From an optimization exercise on the open Yosys and OpenROAD flow, aimed at small area, a short achievable clock period and few clock cycles per item; shortcuts taken in it are not production practice. Only simulation tests tie the RTL to the original design; equivalence was not proved.

==> inputs of wip/garnet <==
// coach_xu
module coach_xu (
  input  wire        clk,
  input  wire        rst,
  input  wire        start,
  input  wire [35:0] insn,
  input  wire [71:0] a,
  input  wire [71:0] b,
  input  wire [71:0] d_in,
  input  wire        c_in,
  input  wire        trap_mode,
  output wire        ready,
  output reg         done,
  output reg  [71:0] result,
  output reg         wr_en,
  output wire [4:0]  flags,       
  output reg  [4:0]  flags_we,
  output reg         trap,
  output wire [3:0]  tcause,
  output reg  [1:0]  tval
);
make LEC_CHECK=0 CAP_MARGIN=20 CELL_PAD_IN_SITES_DETAIL_PLACEMENT=1 CELL_PAD_IN_SITES_GLOBAL_PLACEMENT=2 CORE_MARGIN=2 CORE_UTILIZATION=30 PLACE_DENSITY=0.5 SETUP_SLACK_MARGIN=4 SLEW_MARGIN=20 finish   # period 12.0 ns
run.sh (not shown) runs the stock make flow with config.mk's settings and CLKGATE_MAP_FILE= SYNTH_SCRIPT=/design/flow/synth_recipe.tcl, a recipe that flattens the netlist after the stock synthesis.
==> wip/willow (differences from wip/garnet) <==
--- a/flow/design.v
+++ b/flow/design.v
@@ -80,17 +80,19 @@
   reg         m_zlo;      
   reg         e_v;        
   reg         e_ill;
   reg         e_wr;
   reg  [4:0]  e_fwe;
-  reg         e_add, e_sat, e_mm, e_sh, e_bxt, e_rd;    
-  reg         e_sub, e_cin;
+  reg  [2:0]  e_sel;      
+  reg         e_zx, e_sub, e_cin;
   reg         e_chk;      
   reg         e_cadd, e_vadd, e_csh, e_vby;
   reg         e_mmu, e_mmx;
   reg         e_shl, e_sha, e_big, e_anz, e_bsx;
   reg  [6:0]  e_fn;
+  localparam [2:0] R_ADD = 3'd0, R_SAT = 3'd1, R_MM = 3'd2, R_SH = 3'd3,
+                   R_BXT = 3'd4, R_RD = 3'd5;
   assign ready = (state == S_IDLE) || fin;
   wire op_alu  = (op == 8'h01);
   wire op_md   = (op == 8'h02);
   wire op_sh   = (op == 8'h03);
   wire op_sat  = (op == 8'h04);
@@ -190,11 +192,10 @@
       c_ill = 1'b1;
   end
   wire [71:0] y_op = (op_addi || op_cmpi) ? imm_s :
                      alu_neg ? a :
                      (op_lgi || op_shi || op_byi) ? imm_z : b;
-  wire a_sub = alu_sub || alu_neg || alu_cmp || alu_mm || op_cmpi || (sat_as && func[0]);
   wire [1:0]  lg_f = op_lgi ? ((op[1:0] == 2'd1) ? 2'd0 : (op[1:0] == 2'd2) ? 2'd1 : 2'd2)
                             : (alu_tst ? 2'd0 : func[1:0]);
   reg  [71:0] pre_res;
   always @* begin
     if (op_ldu)
@@ -225,22 +226,13 @@
   wire [71:0] k_mb   = op_muli ? imm_s : b;
   wire        k_na   = !k_uns && a[71];
   wire        k_nb   = !k_uns && k_mb[71];
   wire [71:0] mag_a  = k_na ? (~a + 72'd1) : a;
   wire [71:0] mag_b  = k_nb ? (~k_mb + 72'd1) : k_mb;
-  wire [71:0] k_ax   = a ^ {72{a[71]}};
-  wire [71:0] k_bx   = b ^ {72{b[71]}};
-  wire [3:0]  k_da0  = dlen(k_ax);
-  wire [15:0] k_ix   = imm16 ^ {16{imm16[15]}};
-  wire [3:0]  k_db0  = op_muli ? ((|k_ix[15:8]) ? 4'd2 : {3'd0, |k_ix[7:0]}) : dlen(k_bx);
-  wire [3:0]  k_da   = (a[71] && !k_na) ? NSEG : k_da0;
-  wire [3:0]  k_db   = (k_mb[71] && !k_nb) ? NSEG : k_db0;
-  wire        k_swap = k_da < k_db;
-  wire [6:0]  k_la0  = blen(k_ax);
-  wire [6:0]  k_lb0  = blen(k_bx);
-  wire [6:0]  k_la   = k_na ? k_la0 + 7'd1 : (a[71] ? 7'd72 : k_la0);
-  wire [6:0]  k_lb   = (b[71] && !k_nb) ? 7'd72 : k_lb0;
+  wire        k_swap = dlen(a ^ {72{k_na}}) < dlen(k_mb ^ {72{k_nb}});
+  wire [6:0]  k_la   = blen(a ^ {72{k_na}}) + {6'd0, k_na};
+  wire [6:0]  k_lb   = blen(b ^ {72{k_nb}});
   wire [6:0]  k_s    = k_la - k_lb;
   wire        k_skip = (b == 72'b0) || (k_la < k_lb);
   reg  [71:0] fs_x, fs_y;
   reg  [6:0]  fs_n;
   wire [143:0] fs_w  = {fs_x, fs_y} >> fs_n;
@@ -251,39 +243,41 @@
     for (fi = 0; fi < 72; fi = fi + 1)
       fs_ge[fi] = (fi >= fs_n);
   end
   wire fs_hs = |(fs_x & fs_ge);
   wire fs_ls = |(fs_y & ~fs_ge);
-  reg         d3;         
-  wire [72:0] as_sum = {1'b0, rx} + {1'b0, ry} + {72'b0, e_cin};
+  wire        d3     = (state == S_D3);
+  wire [71:0] as_x   = e_zx ? 72'b0 : (d3 ? ry : rx);
+  wire [71:0] as_yy  = e_sub ? ~ry : (d3 ? {ry[70:0], 1'b0} : ry);
+  wire [72:0] as_sum = {1'b0, as_x} + {1'b0, as_yy} + {72'b0, e_cin};
   wire [71:0] as_res = as_sum[71:0];
   wire        as_c   = e_sub ^ as_sum[72];
-  wire        as_v   = (rx[71] == ry[71]) && (as_res[71] != rx[71]);
+  wire        as_v   = (as_x[71] == as_yy[71]) && (as_res[71] != as_x[71]);
   wire        mm_lt  = e_mmu ? as_c : (as_res[71] ^ as_v);
-  wire        sat_cl = e_sat && as_v;
-  wire        mm_a   = mm_lt ^ e_mmx;
-  wire [71:0] x_res  = ({72{e_add || (e_sat && !as_v)}} & as_res) |
-                       ({72{sat_cl}} & {rx[71], {71{!rx[71]}}}) |
-                       ({72{e_mm && mm_a}} & rx) |
-                       ({72{e_mm && !mm_a}} & ~ry) |
-                       ({72{e_sh && !e_big}} & fs_out) |
-                       ({72{e_sh && e_big && e_sha}} & {72{rx[71]}}) |
-                       ({72{e_bxt && !e_big}} & {{64{e_bsx & fs_out[7]}}, fs_out[7:0]}) |
-                       ({72{e_rd}} & rd);
+  reg [71:0] x_res;
+  always @* begin
+    case (e_sel)
+      R_ADD:   x_res = as_res;
+      R_SAT:   x_res = as_v ? (rx[71] ? SMIN : SMAX) : as_res;
+      R_MM:    x_res = (mm_lt ^ e_mmx) ? rx : ry;
+      R_SH:    x_res = e_big ? {72{e_sha & rx[71]}} : fs_out;
+      R_BXT:   x_res = e_big ? 72'b0 : {{64{e_bsx & fs_out[7]}}, fs_out[7:0]};
+      default: x_res = rd;
+    endcase
+  end
   wire x_c    = e_cadd ? as_c : (e_csh && (e_big ? e_anz : (e_shl ? fs_hs : fs_ls)));
   wire x_v    = e_vadd ? as_v : (e_vby && e_big);
   wire x_trap = e_ill || (e_chk && as_v);
-  wire [K-1:0]  mp_dg  = d3 ? 3 : rx[K-1:0];
-  wire [71+K:0] mp_sum = {{K{1'b0}}, rd} + ry * mp_dg;
+  wire [71+K:0] mp_sum = {{K{1'b0}}, rd} + ry * rx[K-1:0];
   reg  [NSEG-1:1] mp_seg;
   integer si;
   always @* begin
     for (si = 1; si < NSEG; si = si + 1)
       mp_seg[si] = (|rx[K*si +: K]) && (si + cnt < NSEG);
   end
   wire mp_last = ~|mp_seg;
-  wire [2:0]  d3_top = mp_sum[74:72] + {1'b0, ry_x, ry_x};
+  wire [2:0]  d3_top = {2'b0, ry_x} + {1'b0, ry_x, ry[71]} + {2'b0, as_sum[72]};
   wire [75:0] dv_t1  = {4'b0, rx} - {3'b0, ry_x, ry};
   wire [75:0] dv_t2  = {4'b0, rx} - {2'b0, ry_x, ry, 1'b0};
   wire [75:0] dv_t3  = {4'b0, rx} - {1'b0, r3x, result};
   wire        dv_g1  = ~dv_t1[75];
   wire        dv_g2  = ~dv_t2[75];
@@ -324,11 +318,11 @@
   reg [1:0]  tc;
   assign tcause = {2'b00, tc};
   assign flags  = {result[71], result == 72'b0, o_c, o_v, o_dz};
   always @(posedge clk) begin
     result <= fin ? f_res :
-              d3 ? mp_sum[71:0] :
+              d3 ? as_sum[71:0] :
               (state == S_DIV) ? {r3x[1:0], result[71:2]} : x_res;
     r3x    <= d3 ? d3_top : {1'b0, r3x[2]};
     o_c    <= fin ? 1'b0 : x_c;
     o_v    <= fin ? f_v : x_v;
     o_dz   <= fin && m_dz && m_div;
@@ -341,19 +335,17 @@
   end
   wire acc = ready && start;
   always @(posedge clk) begin
     if (rst) begin
       state <= S_IDLE;
-      d3    <= 1'b0;
       fin   <= 1'b0;
       e_v   <= 1'b0;
       done  <= 1'b0;
     end else begin
       done <= e_v || fin;
       e_v  <= acc && !(is_long && !c_ill);
       fin  <= 1'b0;
-      d3   <= (state == S_DSET);
       case (state)
         S_MUL: begin
           if (mp_last) begin
             state <= S_IDLE;
             fin   <= 1'b1;
@@ -411,12 +403,14 @@
         m_ovf  <= !k_uns && (a == SMIN) && (&b);
         m_zlo  <= 1'b1;
         e_ill  <= c_ill;
         e_wr   <= c_wr;
         e_fwe  <= c_fwe;
-        e_sub  <= a_sub;
-        e_cin  <= a_sub ^ (alu_x && c_in);
+        e_zx   <= alu_neg;
+        e_sub  <= alu_sub || alu_neg || alu_cmp || alu_mm || op_cmpi || (sat_as && func[0]);
+        e_cin  <= (alu_sub || alu_neg || alu_cmp || alu_mm || op_cmpi || (sat_as && func[0])) ^
+                  (alu_x && c_in);
         e_chk  <= alu_chk;
         e_cadd <= alu_add || alu_sub || alu_neg || alu_cmp || op_addi || op_cmpi;
         e_vadd <= alu_add || alu_sub || alu_neg || alu_cmp || op_addi || op_cmpi || sat_as;
         e_csh  <= op_sh || op_shi;
         e_vby  <= op_by || op_byi;
@@ -428,24 +422,22 @@
         e_anz  <= |a;
         e_bsx  <= by_sx;
         e_fn   <= md_div ? (7'd72 - {k_s[6:1], 1'b0}) :
                   (op_by || op_byi) ? {amt[3:0], 3'b000} :
                   sh_l ? (7'd72 - amt[6:0]) : amt[6:0];
-        e_sat  <= sat_as;
-        e_mm   <= alu_mm;
-        e_sh   <= op_sh || op_shi;
-        e_bxt  <= (op_by || op_byi) && !by_ins;
-        e_rd   <= alu_lg || alu_tst || op_lgi || op_ldu || by_ins;
-        e_add  <= !(sat_as || alu_mm || op_sh || op_shi || op_by || op_byi ||
-                    alu_lg || alu_tst || op_lgi || op_ldu);
+        e_sel  <= (sat_as) ? R_SAT :
+                  (alu_mm) ? R_MM :
+                  (op_sh || op_shi) ? R_SH :
+                  ((op_by || op_byi) && !by_ins) ? R_BXT :
+                  (alu_lg || alu_tst || op_lgi || op_ldu || op_by || op_byi) ? R_RD : R_ADD;
         if (is_long) begin
           rx <= md_div ? mag_a : (k_swap ? mag_a : mag_b);
           ry <= md_div ? mag_b : (k_swap ? mag_b : mag_a);
           rd <= 72'b0;
         end else begin
-          rx <= alu_neg ? 72'b0 : a;
-          ry <= a_sub ? ~y_op : y_op;
+          rx <= a;
+          ry <= y_op;
           rd <= pre_res;
         end
       end
     endcase
   end
==> flow/config.mk (replaced) <==
export PLATFORM = sky130hd
export DESIGN_NAME = coach_xu
export DESIGN_NICKNAME = coach_xu
export VERILOG_FILES = /design/flow/design.v
export SDC_FILE = /design/flow/constraint.sdc
export NUM_CORES = 4
export LEC_CHECK = 0
export CAP_MARGIN = 20
export CORE_MARGIN = 2
export CORE_UTILIZATION = 45
export PLACE_DENSITY = 0.6
export SETUP_SLACK_MARGIN = 4
export SLEW_MARGIN = 20
==> comparison table <==
| item | wip/garnet | wip/willow |
|---|---|---|
| Std cell rows | 208 | 170 |
| Starting density of the core | 30.11% | 45.16% |
| Sequential element share of the synthesized area | 10.16% | 10.09% |
| Result of the run | complete, no violations | did not finish |
| Stage where the flow stopped | - | global routing (5_1_grt) |
| Number of buffers added by the clock tree synthesis step | 55 | 50 |
| Mean instance size in the synthesized netlist | 7.087 sq um | 6.993 sq um |
| Synthesized instance count | 13620 | 13830 |
| Number of flops mapped to enable cells by yosys | 264 | 263 |
| Total of cells resized after clock tree synthesis | 176 | 150 |
| Simple-gate portion of the synthesized area | 23.17% | 20.93% |
| Complex-gate fraction of the synthesized area | 33.00% | 35.34% |
| Pre-CTS setup slack | 1.881 ns | 1.985 ns |
| Buffers inserted by post-CTS timing repair | 71 | 55 |
| RD Place Congestion | 1.127 | 1.270 |
| Number of library cell types mapped by synthesis | 117 | 119 |
| Sink count of the clock tree | 358 | 356 |
| Share of the synthesized area in the top cell type | 10.37% | 10.33% |
| DP HPWL | 711100 um | 588500 um |
| Multiplexer share of the synthesized area | 2.601% | 3.231% |
| Die extent in y | 571.3 um | 467.6 um |
| Adder-cell share of the synthesized area | 16.92% | 17.04% |
| XOR/XNOR Fraction of Synth Area | 5.833% | 5.279% |
| Flop and latch count out of synthesis | 358 | 356 |
| Post-synth design cell area | 96550 sq um | 96720 sq um |
Testbench counts of wip/garnet, summed over its fixed seeds: cycles 10,450, items 4,800.
Testbench counts of wip/willow, summed over its fixed seeds: cycles 10,450, items 4,800.

==> re-timing with driven ports <==
The flow's constraints put no driver on any port. The routed layout listed below was extracted and timed again, unchanged, in two steps. Step 1 sets driving cells, clkbuf_16 on the clock port and buf_2 on the other inputs (assumed; they add their load-dependent delay and slew). Step 2 times the ports against the registers' clock, not the clock port: input delays grow and output delays shrink by t, the midpoint of the rising clock arrivals with the driver on. a / b / c = no drivers / after step 1 / after step 2; a / b = the first two.
run: wip/garnet
t, ns: 0.840
setup slack, ns: 3.553 / 3.553 / 3.032
worst register clock-pin slew, ns: 0.08 / 0.08
After both steps wip/garnet still meets setup and hold. For wip/garnet, drivers alone change the setup slack by 0.000 ns; drivers and shift together by -0.521 ns.
